What follows belongs to an exercise in optimizing a design on an open flow for small area, a short achievable clock period and few clock cycles; a production flow would make more cautious choices. At most, simulation tests tie the RTL to the original design; equivalence was not proved. Power figures rest on the tool's default switching activity, not on a simulated workload.

==> trial 86 <==
==> flow/design.v <==
module gf_inv (
    input  wire [3:0]  h,
    output reg  [63:0] t
);
    always @(*) begin
        case (h)
            4'd0: t = 64'hba7aa747f48e0100;
            4'd1: t = 64'h965daa3d98dd9dad;
            4'd2: t = 64'h664c3ee058c072d8;
            4'd3: t = 64'h2a4b83a08055de90;
            4'd4: t = 64'h8a2c56605139ed6c;
            4'd5: t = 64'h6e338b264a1fd070;
            4'd6: t = 64'h5e40c3a42e6f8948;
            4'd7: t = 64'he1150caba9cf2250;
            4'd8: t = 64'h04a64e92d5f85f36;
            4'd9: t = 64'h934567161e2b8830;
            4'd10: t = 64'h61251a818c682338;
            4'd11: t = 64'h41370e9763cbc113;
            4'd12: t = 64'h4d17c4b95bca5724;
            4'd13: t = 64'h322fec20b3ef8d52;
            4'd14: t = 64'h79dafbe9d911d128;
            4'd15: t = 64'hfcfecd84bb0677db;
            default: t = 64'h0;
        endcase
    end
endmodule
module gf_mul (
    input  wire [7:0] a,
    input  wire [7:0] b,
    output reg  [7:0] y
);
    integer n;
    reg [7:0] aa;
    always @(*) begin
        y  = 8'h00;
        aa = a;
        for (n = 0; n < 8; n = n + 1) begin
            if (b[n])
                y = y ^ aa;
            aa = {aa[6:0], 1'b0} ^ (aa[7] ? 8'h1d : 8'h00);
        end
    end
endmodule
module ecath_coef0 (
    input  wire [3:0]  m,
    output reg  [55:0] c
);
    always @(*) begin
        case (m)
            4'd0: c = 56'h00000000000000;
            4'd1: c = 56'h00000000000000;
            4'd2: c = 56'h000000000000f4;
            4'd3: c = 56'h0000000000018e;
            4'd4: c = 56'h00000000ba7aa7;
            4'd5: c = 56'h000000017aba47;
            4'd6: c = 56'h0000f48ea747ba;
            4'd7: c = 56'h00018ef447a77a;
            4'd8: c = 56'h965daa3d98dd9d;
            4'd9: c = 56'h00000000000000;
            4'd10: c = 56'h00000000000000;
            4'd11: c = 56'h00000000000000;
            4'd12: c = 56'h00000000000000;
            4'd13: c = 56'h00000000000000;
            4'd14: c = 56'h00000000000000;
            4'd15: c = 56'h00000000000000;
            default: c = 56'h0;
        endcase
    end
endmodule
module ecath_enc (
    input  wire        clk,
    input  wire        rst,
    input  wire        s_valid,
    output wire        s_ready,
    input  wire [31:0] s_data,
    input  wire [6:0]  s_k,       
    input  wire [3:0]  s_m,       
    output wire        m_valid,
    input  wire        m_ready,
    output wire [31:0] m_data,
    output wire        m_last
);
    function [7:0] xt;     
        input [7:0] a;
        xt = {a[6:0], 1'b0} ^ (a[7] ? 8'h1d : 8'h00);
    endfunction
    function [7:0] cmul;   
        input [2:0] j;
        input [7:0] y;
        cmul = (j[0] ? y : 8'h00) ^ (j[1] ? xt(y) : 8'h00) ^ (j[2] ? xt(xt(y)) : 8'h00) ^ 8'h01;
    endfunction
    reg        sr;        
    reg        fn;        
    reg [6:0]  rem;       
    reg [6:0]  xn;        
    reg [3:0]  mt;        
    wire       fire   = s_valid & sr;
    wire       last_t = fn ? (s_k == 7'd1) : (rem == 7'd1);
    always @(posedge clk) begin
        if (rst) begin
            fn <= 1'b1;
        end else if (fire) begin
            fn <= last_t;
            if (fn) begin
                rem <= s_k - 7'd1;
                xn  <= {3'd0, s_m} + 7'd1;
                mt  <= s_m;
            end else begin
                rem <= rem - 7'd1;
                xn  <= xn + 7'd1;
            end
        end
    end
    wire [63:0] tinv;
    gf_inv u_tab (.h(xn[6:3]), .t(tinv));
    wire [7:0]  e0 [0:7];
    wire [7:0]  e1 [0:7];
    wire [7:0]  e2 [0:7];
    wire [7:0]  e3 [0:7];
    wire [55:0] cn;        
    wire [55:0] cf;        
    genvar u;
    generate
        for (u = 0; u < 8; u = u + 1) begin : g_perm
            assign e0[u] = tinv[8*u +: 8];
            assign e1[u] = xn[0] ? e0[u ^ 1] : e0[u];
            assign e2[u] = xn[1] ? e1[u ^ 2] : e1[u];
            assign e3[u] = xn[2] ? e2[u ^ 4] : e2[u];    
        end
        for (u = 1; u < 8; u = u + 1) begin : g_cn
            assign cn[8*(u-1) +: 8] = e3[u];
        end
    endgenerate
    ecath_coef0 u_c0 (.m(s_m), .c(cf));
    reg [31:0] d0;         
    reg [55:0] cr;         
    reg        f0;         
    reg        l0;         
    reg        hold;       
    reg        ga, gb;     
    reg        ca, cb;     
    reg        bm;         
    reg        ua, ub;     
    always @(posedge clk) begin
        if (!hold) begin
            d0 <= s_data;
            cr <= fn ? cf : cn;
        end
    end
    reg  [255:0] acc;         
    wire [255:0] accn;
    wire [7:0] pw [0:3][0:7];      
    genvar j, b, k;
    generate
        for (b = 0; b < 4; b = b + 1) begin : g_pow
            assign pw[b][0] = d0[8*b +: 8];
            for (k = 1; k < 8; k = k + 1) begin : g_k
                assign pw[b][k] = xt(pw[b][k-1]);
            end
        end
        for (j = 0; j < 8; j = j + 1) begin : g_row
            wire [31:0] prod;
            wire        clr = (j < 4) ? ca : cb;
            if (j == 0) begin : g_one
                assign prod = d0 & {32{ga}};
            end else begin : g_mul
                wire       gt = (j < 4) ? ga : gb;
                wire [7:0] c;      
                if (j < 4) begin : g_a
                    assign c = cmul(j, cr[8*(j-1) +: 8]);
                end else if (j == 4) begin : g_b0
                    assign c = bm ? 8'h01 : cmul(j, cr[8*(j-1) +: 8]);
                end else begin : g_b
                    assign c = bm ? cmul(j - 4, cr[8*(j-5) +: 8]) : cmul(j, cr[8*(j-1) +: 8]);
                end
                for (b = 0; b < 4; b = b + 1) begin : g_lane
                    wire [7:0] yn [0:3];
                    for (k = 0; k < 4; k = k + 1) begin : g_pair
                        gf_sel3 u_sel (
                            .sa (gt & c[2*k] & ~c[2*k+1]),
                            .sb (gt & ~c[2*k] & c[2*k+1]),
                            .sab(gt & c[2*k] & c[2*k+1]),
                            .a  (pw[b][2*k]),
                            .b  (pw[b][2*k+1]),
                            .ab (pw[b][2*k] ^ pw[b][2*k+1]),
                            .yn (yn[k]));
                    end
                    assign prod[8*b +: 8] = yn[0] ^ yn[1] ^ yn[2] ^ yn[3];
                end
            end
            assign accn[32*j +: 32] = (acc[32*j +: 32] & {32{~clr}}) ^ prod;
        end
    endgenerate
    always @(posedge clk) begin
        acc <= accn;
    end
    reg        have;       
    reg [7:0]  joh;        
    reg [7:0]  mlh;        
    reg        pend;       
    reg [7:0]  pfh, plh;   
    reg [31:0] r1, r2;     
    reg        r1v, r2v, r1l, r2l;
    wire       go   = ga | gb;
    wire       done = go & l0;                     
    wire       ua_n = (go & f0) ? ga : ua;         
    wire       ub_n = (go & f0) ? gb : ub;
    wire [7:0] fr   = ua_n ? 8'h01 : 8'h10;        
    wire [2:0] lrn  = (ua_n ? 3'd0 : 3'd4) + mt[2:0] - 3'd1;    
    wire [7:0] lr   = 8'd1 << lrn;                 
    wire       pop  = r1v & m_ready;
    reg [31:0] rowsel;
    integer q;
    always @(*) begin
        rowsel = 32'd0;
        for (q = 0; q < 8; q = q + 1)
            rowsel = rowsel | (acc[32*q +: 32] & {32{joh[q]}});
    end
    wire [31:0] pdata = have ? rowsel : (ua_n ? accn[31:0] : accn[159:128]);
    wire        lastrow = |(joh & mlh);
    wire        plast = have ? lastrow : (fr == lr);
    localparam NXW = 1 + 8 + 8 + 1 + 8 + 8 + 1 + 1 + 1 + 1 + 1;
    wire [NXW-1:0] nx [0:1];
    genvar pp;
    generate
        for (pp = 0; pp < 2; pp = pp + 1) begin : g_cof
            wire       popc    = (pp == 1);
            wire       push_ok = ~r2v | popc;
            wire       push    = (have | done) & push_ok;
            wire       fin     = have & push_ok & lastrow;
            wire       byp     = done & ~have & push_ok;
            reg        h_n, p_n;
            reg [7:0]  jo_n, ml_n, pf_n, pl_n;
            always @(*) begin
                h_n  = have;  jo_n = joh;  ml_n = mlh;
                p_n  = pend;  pf_n = pfh;  pl_n = plh;
                if (have & push_ok) begin
                    if (lastrow) begin
                        h_n  = pend; jo_n = pfh; ml_n = plh;
                        p_n  = 1'b0;
                    end else begin
                        jo_n = {joh[6:0], 1'b0};
                    end
                end
                if (done) begin
                    if (byp) begin
                        h_n  = (fr != lr); jo_n = {fr[6:0], 1'b0}; ml_n = lr;
                    end else if (fin & ~pend) begin
                        h_n  = 1'b1; jo_n = fr; ml_n = lr;
                    end else if (~have) begin
                        h_n  = 1'b1; jo_n = fr; ml_n = lr;
                    end else begin
                        p_n  = 1'b1; pf_n = fr; pl_n = lr;
                    end
                end
            end
            wire r1_take = ~r1v | popc;
            wire r1v_n = r1_take ? (r2v | push) : 1'b1;
            wire r2v_n = r1_take ? (r2v & push) : (r2v | push);
            wire da    = h_n & (|jo_n[3:0]);
            wire la    = |(jo_n[3:0] & (ml_n[3:0] | 4'b1000));
            wire db    = h_n & (|ml_n[7:4]);
            wire lb    = |(jo_n & ml_n);
            wire fa    = ~(p_n & pf_n[0]) & (~da | (la & ~r2v_n));
            wire fb    = ~(p_n & (|pl_n[7:4])) & (~db | (lb & ~r2v_n));
            assign nx[pp] = {h_n, jo_n, ml_n, p_n, pf_n, pl_n, r1v_n, r2v_n, push, fa, fb};
        end
    endgenerate
    wire [NXW-1:0] nxs;
    ecath_lmux #(.W(NXW)) u_lm (.s(pop), .a(nx[1]), .b(nx[0]), .y(nxs));
    wire       have_n = nxs[NXW-1];
    wire [7:0] joh_n  = nxs[NXW-2 -: 8];
    wire [7:0] mlh_n  = nxs[NXW-10 -: 8];
    wire       pend_n = nxs[NXW-18];
    wire [7:0] pfh_n  = nxs[NXW-19 -: 8];
    wire [7:0] plh_n  = nxs[NXW-27 -: 8];
    wire       r1v_n  = nxs[4];
    wire       r2v_n  = nxs[3];
    wire       push   = nxs[2];
    wire       fa     = nxs[1];
    wire       fb     = nxs[0];
    always @(posedge clk) begin
        if (rst) begin
            r1v  <= 1'b0;
            r2v  <= 1'b0;
            have <= 1'b0;
            pend <= 1'b0;
        end else begin
            r1v  <= r1v_n;
            r2v  <= r2v_n;
            have <= have_n;
            pend <= pend_n;
        end
        joh <= joh_n;
        mlh <= mlh_n;
        pfh <= pfh_n;
        plh <= plh_n;
        if (~r1v | pop) begin
            if (r2v) begin
                r1  <= r2;
                r1l <= r2l;
            end else if (push) begin
                r1  <= pdata;
                r1l <= plast;
            end
            if (r2v & push) begin
                r2  <= pdata;
                r2l <= plast;
            end
        end else if (push) begin
            r2  <= pdata;
            r2l <= plast;
        end
    end
    wire first_n = hold | (fire & fn);             
    wire big_n   = hold ? (mt > 4'd4) : (s_m > 4'd4);
    wire can     = big_n ? (fa & fb) : (fa | fb);
    wire cont_n  = ~hold & fire & ~fn;             
    wire ga_n    = first_n ? (can & (big_n | fa)) : (cont_n & ua_n);
    wire gb_n    = first_n ? (can & (big_n | ~fa)) : (cont_n & ub_n);
    wire hold_n  = first_n & ~can;
    always @(posedge clk) begin
        if (rst) begin
            sr   <= 1'b1;
            hold <= 1'b0;
            ga   <= 1'b0;
            gb   <= 1'b0;
            ca   <= 1'b0;
            cb   <= 1'b0;
        end else begin
            sr   <= ~hold_n;
            hold <= hold_n;
            ga   <= ga_n;
            gb   <= gb_n;
            ca   <= ga_n & first_n;
            cb   <= gb_n & first_n;
        end
        if (!hold) begin
            f0 <= fn;
            l0 <= last_t;
        end
        bm <= first_n ? ~big_n & ~fa : (ub_n & ~ua_n);
        ua <= ua_n;
        ub <= ub_n;
    end
    assign s_ready = sr;
    assign m_valid = r1v;
    assign m_data  = r1;
    assign m_last  = r1l;
endmodule
module gf_sel3 (
    input  wire       sa,
    input  wire       sb,
    input  wire       sab,
    input  wire [7:0] a,
    input  wire [7:0] b,
    input  wire [7:0] ab,
    output wire [7:0] yn
);
    assign yn = ~(({8{sa}} & a) | ({8{sb}} & b) | ({8{sab}} & ab));
endmodule
module ecath_lmux #(parameter W = 1) (
    input  wire         s,
    input  wire [W-1:0] a,
    input  wire [W-1:0] b,
    output wire [W-1:0] y
);
    assign y = s ? a : b;
endmodule
==> flow/flow/run.sh <==
#!/bin/bash
# Standard ORFS layout (the standard.sh), with port buffers of a stronger
# cell and timing repair aimed below the period the design reaches anyway.
set -euo pipefail
bash standard.sh SETUP_SLACK_MARGIN=8.0 \
  "BUFFER_PORTS_ARGS=-buffer_cell sky130_fd_sc_hd__buf_4" finish > orfs_make.log 2>&1
==> flow/standard.sh <==
#!/bin/bash
# synth_recipe.tcl (not shown) runs the flow's synth.tcl, then flattens the netlist and writes it again
# the make line also repeats each setting of config.mk as NAME=value (left out here)
make -C /OpenROAD-flow-scripts/flow DESIGN_CONFIG=/design/flow/config.mk WORK_HOME=/design/flow/orfs CLKGATE_MAP_FILE= SYNTH_SCRIPT=/design/flow/synth_recipe.tcl "${@:-finish}"
==> flow/config.mk <==
export PLATFORM = sky130hd
export DESIGN_NAME = ecath_enc
export DESIGN_NICKNAME = ecath_enc
export VERILOG_FILES = /design/flow/design.v
export SDC_FILE = /design/flow/constraint.sdc
export NUM_CORES = 8
export LEC_CHECK = 0
export CAP_MARGIN = 20
export CORE_MARGIN = 2
export CORE_UTILIZATION = 30
export PLACE_DENSITY = 0.3
export SLEW_MARGIN = 20
export SYNTH_HIERARCHICAL = 1
==> flow/constraint.sdc <==
create_clock -name core_clock -period 11.5 [get_ports {clk}]
set_input_delay 2.3000 -clock core_clock [delete_from_list [all_inputs] [get_ports {clk}]]
set_output_delay 2.3000 -clock core_clock [all_outputs]
set_load 0.01 [all_outputs]
==> trial 55 (differences from trial 86) <==
--- a/flow/design.v
+++ b/flow/design.v
@@ -133,3 +133,4 @@
     endgenerate
-    ecath_coef0 u_c0 (.m(s_m), .c(cf));
+    wire [3:0] mf = hold ? mt : s_m;
+    ecath_coef0 u_c0 (.m(mf), .c(cf));
     reg [31:0] d0;         
@@ -143,7 +144,9 @@
     reg        ua, ub;     
+    wire [31:0] d0_d;
+    wire [55:0] cr_d;
+    ecath_lmux #(.W(32)) u_d0 (.s(hold), .a(d0), .b(s_data), .y(d0_d));
+    assign cr_d = (hold | fn) ? cf : cn;
     always @(posedge clk) begin
-        if (!hold) begin
-            d0 <= s_data;
-            cr <= fn ? cf : cn;
-        end
+        d0 <= d0_d;
+        cr <= cr_d;
     end
@@ -197,8 +200,10 @@
     reg        have;       
-    reg [7:0]  joh;        
-    reg [7:0]  mlh;        
+    reg [2:0]  jo;         
+    reg [2:0]  ml;         
     reg        pend;       
-    reg [7:0]  pfh, plh;   
+    reg        pfb;        
+    reg [2:0]  pl;         
     reg [31:0] r1, r2;     
     reg        r1v, r2v, r1l, r2l;
+    reg        mv;         
     wire       go   = ga | gb;
@@ -207,5 +212,4 @@
     wire       ub_n = (go & f0) ? gb : ub;
-    wire [7:0] fr   = ua_n ? 8'h01 : 8'h10;        
-    wire [2:0] lrn  = (ua_n ? 3'd0 : 3'd4) + mt[2:0] - 3'd1;    
-    wire [7:0] lr   = 8'd1 << lrn;                 
+    wire [2:0] fr   = {~ua_n, 2'b00};              
+    wire [2:0] lr   = fr + mt[2:0] - 3'd1;         
     wire       pop  = r1v & m_ready;
@@ -216,8 +220,9 @@
         for (q = 0; q < 8; q = q + 1)
-            rowsel = rowsel | (acc[32*q +: 32] & {32{joh[q]}});
+            rowsel = rowsel | (acc[32*q +: 32] & {32{jo == q}});
     end
-    wire [31:0] pdata = have ? rowsel : (ua_n ? accn[31:0] : accn[159:128]);
-    wire        lastrow = |(joh & mlh);
+    wire [31:0] byp_b = (acc[159:128] & {32{~cb}}) ^ (d0 & {32{gb}});
+    wire [31:0] pdata = have ? rowsel : (ua_n ? accn[31:0] : byp_b);
+    wire        lastrow = (jo == ml);
     wire        plast = have ? lastrow : (fr == lr);
-    localparam NXW = 1 + 8 + 8 + 1 + 8 + 8 + 1 + 1 + 1 + 1 + 1;
+    localparam NXW = 1 + 3 + 3 + 1 + 1 + 3 + 1 + 1 + 1 + 1 + 1;
     wire [NXW-1:0] nx [0:1];
@@ -231,13 +236,13 @@
             wire       byp     = done & ~have & push_ok;
-            reg        h_n, p_n;
-            reg [7:0]  jo_n, ml_n, pf_n, pl_n;
+            reg        h_n, p_n, pb_n;
+            reg [2:0]  jo_n, ml_n, pl_n;
             always @(*) begin
-                h_n  = have;  jo_n = joh;  ml_n = mlh;
-                p_n  = pend;  pf_n = pfh;  pl_n = plh;
+                h_n  = have;  jo_n = jo;   ml_n = ml;
+                p_n  = pend;  pb_n = pfb;  pl_n = pl;
                 if (have & push_ok) begin
                     if (lastrow) begin
-                        h_n  = pend; jo_n = pfh; ml_n = plh;
+                        h_n  = pend; jo_n = {pfb, 2'b00}; ml_n = pl;
                         p_n  = 1'b0;
                     end else begin
-                        jo_n = {joh[6:0], 1'b0};
+                        jo_n = jo + 3'd1;
                     end
@@ -246,3 +251,3 @@
                     if (byp) begin
-                        h_n  = (fr != lr); jo_n = {fr[6:0], 1'b0}; ml_n = lr;
+                        h_n  = (fr != lr); jo_n = fr + 3'd1; ml_n = lr;
                     end else if (fin & ~pend) begin
@@ -252,3 +257,3 @@
                     end else begin
-                        p_n  = 1'b1; pf_n = fr; pl_n = lr;
+                        p_n  = 1'b1; pb_n = fr[2]; pl_n = lr;
                     end
@@ -259,9 +264,9 @@
             wire r2v_n = r1_take ? (r2v & push) : (r2v | push);
-            wire da    = h_n & (|jo_n[3:0]);
-            wire la    = |(jo_n[3:0] & (ml_n[3:0] | 4'b1000));
-            wire db    = h_n & (|ml_n[7:4]);
-            wire lb    = |(jo_n & ml_n);
-            wire fa    = ~(p_n & pf_n[0]) & (~da | (la & ~r2v_n));
-            wire fb    = ~(p_n & (|pl_n[7:4])) & (~db | (lb & ~r2v_n));
-            assign nx[pp] = {h_n, jo_n, ml_n, p_n, pf_n, pl_n, r1v_n, r2v_n, push, fa, fb};
+            wire da    = h_n & ~jo_n[2];
+            wire la    = ~jo_n[2] & ((jo_n == 3'd3) | (jo_n == ml_n));
+            wire db    = h_n & ml_n[2];
+            wire lb    = (jo_n == ml_n);
+            wire fa    = ~(p_n & ~pb_n) & (~da | (la & ~r2v_n));
+            wire fb    = ~(p_n & pl_n[2]) & (~db | (lb & ~r2v_n));
+            assign nx[pp] = {h_n, jo_n, ml_n, p_n, pb_n, pl_n, r1v_n, r2v_n, push, fa, fb};
         end
@@ -271,7 +276,7 @@
     wire       have_n = nxs[NXW-1];
-    wire [7:0] joh_n  = nxs[NXW-2 -: 8];
-    wire [7:0] mlh_n  = nxs[NXW-10 -: 8];
-    wire       pend_n = nxs[NXW-18];
-    wire [7:0] pfh_n  = nxs[NXW-19 -: 8];
-    wire [7:0] plh_n  = nxs[NXW-27 -: 8];
+    wire [2:0] jo_n   = nxs[NXW-2 -: 3];
+    wire [2:0] ml_n   = nxs[NXW-5 -: 3];
+    wire       pend_n = nxs[NXW-8];
+    wire       pfb_n  = nxs[NXW-9];
+    wire [2:0] pl_n   = nxs[NXW-10 -: 3];
     wire       r1v_n  = nxs[4];
@@ -281,2 +286,4 @@
     wire       fb     = nxs[0];
+    wire       mv_n;
+    ecath_lmux #(.W(1)) u_mv (.s(pop), .a(nx[1][4]), .b(nx[0][4]), .y(mv_n));
     always @(posedge clk) begin
@@ -284,2 +291,3 @@
             r1v  <= 1'b0;
+            mv   <= 1'b0;
             r2v  <= 1'b0;
@@ -289,2 +297,3 @@
             r1v  <= r1v_n;
+            mv   <= mv_n;
             r2v  <= r2v_n;
@@ -293,22 +302,16 @@
         end
-        joh <= joh_n;
-        mlh <= mlh_n;
-        pfh <= pfh_n;
-        plh <= plh_n;
-        if (~r1v | pop) begin
-            if (r2v) begin
-                r1  <= r2;
-                r1l <= r2l;
-            end else if (push) begin
-                r1  <= pdata;
-                r1l <= plast;
-            end
-            if (r2v & push) begin
-                r2  <= pdata;
-                r2l <= plast;
-            end
-        end else if (push) begin
-            r2  <= pdata;
-            r2l <= plast;
-        end
+        jo  <= jo_n;
+        ml  <= ml_n;
+        pfb <= pfb_n;
+        pl  <= pl_n;
+    end
+    wire [32:0] r1_d;
+    wire        r1e = ~r1v | m_ready;
+    wire        r2e;
+    ecath_lmux #(.W(1))  u_r2e (.s(m_ready), .a(r1v & r2v), .b(r1v & ~r2v), .y(r2e));
+    ecath_lmux #(.W(33)) u_r1 (.s(r1e), .a(r2v ? {r2l, r2} : {plast, pdata}), .b({r1l, r1}), .y(r1_d));
+    always @(posedge clk) begin
+        {r1l, r1} <= r1_d;
+        if (r2e)
+            {r2l, r2} <= {plast, pdata};
     end
@@ -346,3 +349,3 @@
     assign s_ready = sr;
-    assign m_valid = r1v;
+    assign m_valid = mv;
     assign m_data  = r1;
--- a/flow/config.mk
+++ b/flow/config.mk
@@ -10,3 +10,3 @@
 export CORE_UTILIZATION = 30
-export PLACE_DENSITY = 0.3
+export PLACE_DENSITY = 0.5
 export SLEW_MARGIN = 20
==> summary of the runs <==
Trial 86 produced a clean layout. Trial 55 finished clean. Between trial 86 and trial 55, the lower area after synthesis is in trial 55 (gap 0.92%, measured against trial 55). First-iteration DRC count: trial 55 is higher than trial 86 (21%). In trial 55 the critical path depth is higher than in trial 86, by 7. Of trial 55 and trial 86, trial 86 has the higher final cell count (gap 3.2%, measured against trial 86). In trial 55 the routed wire length is lower than in trial 86, by 20%. Between trial 86 and trial 55, the lower via count is in trial 55 (gap 3.8%, measured against trial 55). Non-clock buffer count: trial 55 is lower than trial 86 (249). Against trial 55, the setup slack of trial 86 is worse by 240 ps. In trial 86 the register-to-register slack is lower than in trial 55, by 90 ps.
==> figures <==
Status: trial 55 complete, no violations; trial 86 complete, no violations
Core outline area: trial 55 146000 um2; trial 86 147000 um2
Number of design-rule violations left by the first detailed-router iteration: trial 55 15.2k; trial 86 12.6k
Cell Pwr Density: trial 55 183 nW/um2; trial 86 173 nW/um2
Average size of a mapped cell: trial 55 9.32 um2; trial 86 9.58 um2
Power dissipated in combinational cells: trial 55 4.70 mW; trial 86 4.73 mW
Worst Clk Skew: trial 55 43.4 ps; trial 86 48.2 ps
Post-cts repair resize count: trial 55 66; trial 86 185
Capture endpoint of the worst hold path: trial 55 d0[31]; trial 86 r1[13]
Share of final-layout standard cells stronger than drive strength 1: trial 55 18.9%; trial 86 23.0%
DR vias/cell: trial 55 6.90; trial 86 6.93
First-pass GRT wire length: trial 55 313000 um; trial 86 373000 um
Sequential power share: trial 55 27.7%; trial 86 27.3%
Worst hold-check slack: trial 55 475 ps; trial 86 523 ps
Highest attainable clock frequency: trial 55 280 MHz; trial 86 263 MHz
Power dissipated by switching net loads: trial 55 3.77 mW; trial 86 3.94 mW
Flip-flop and latch area: trial 55 9720 um2; trial 86 11300 um2
Uppermost signal routing layer after detailed routing: trial 55 met5; trial 86 met4
Finished Cell Area: trial 55 49900 um2; trial 86 55200 um2
Testbench counts of trial 55, summed over its fixed seeds: cycles 34,416.
No functional check of the RTL was part of trial 86.

static timing again, ports no longer ideal:
In the flow no input, the clock included, has a driving cell. The finished layouts below were timed again as built, in two steps.
Step 1 (the two cells are an assumption about what drives the block):
set clk [get_ports {clk}]
set_driving_cell -lib_cell sky130_fd_sc_hd__clkbuf_16 $clk
set_driving_cell -lib_cell sky130_fd_sc_hd__buf_2 [delete_from_list [all_inputs] $clk]
Step 2 also shifts input and output timing later by t, the mid clock arrival at the registers, as if the neighbouring blocks saw the same clock.
a / b / c = ideal / step 1 / step 2; a / b = the first two.
| run | shift t [ns] | setup WS [ns] | worst register clock-pin slew, ns |
|---|---|---|---|
| trial 86 | 0.766 | 7.697 / 7.615 / 7.360 | 0.07 / 0.07 |
| trial 55 | 0.770 | 7.934 / 7.934 / 7.568 | 0.07 / 0.07 |
After both steps every run listed still meets setup and hold. The setup slack of trial 55, which loses most, moves by 0.000 ns with the drivers and by -0.366 ns with both steps.
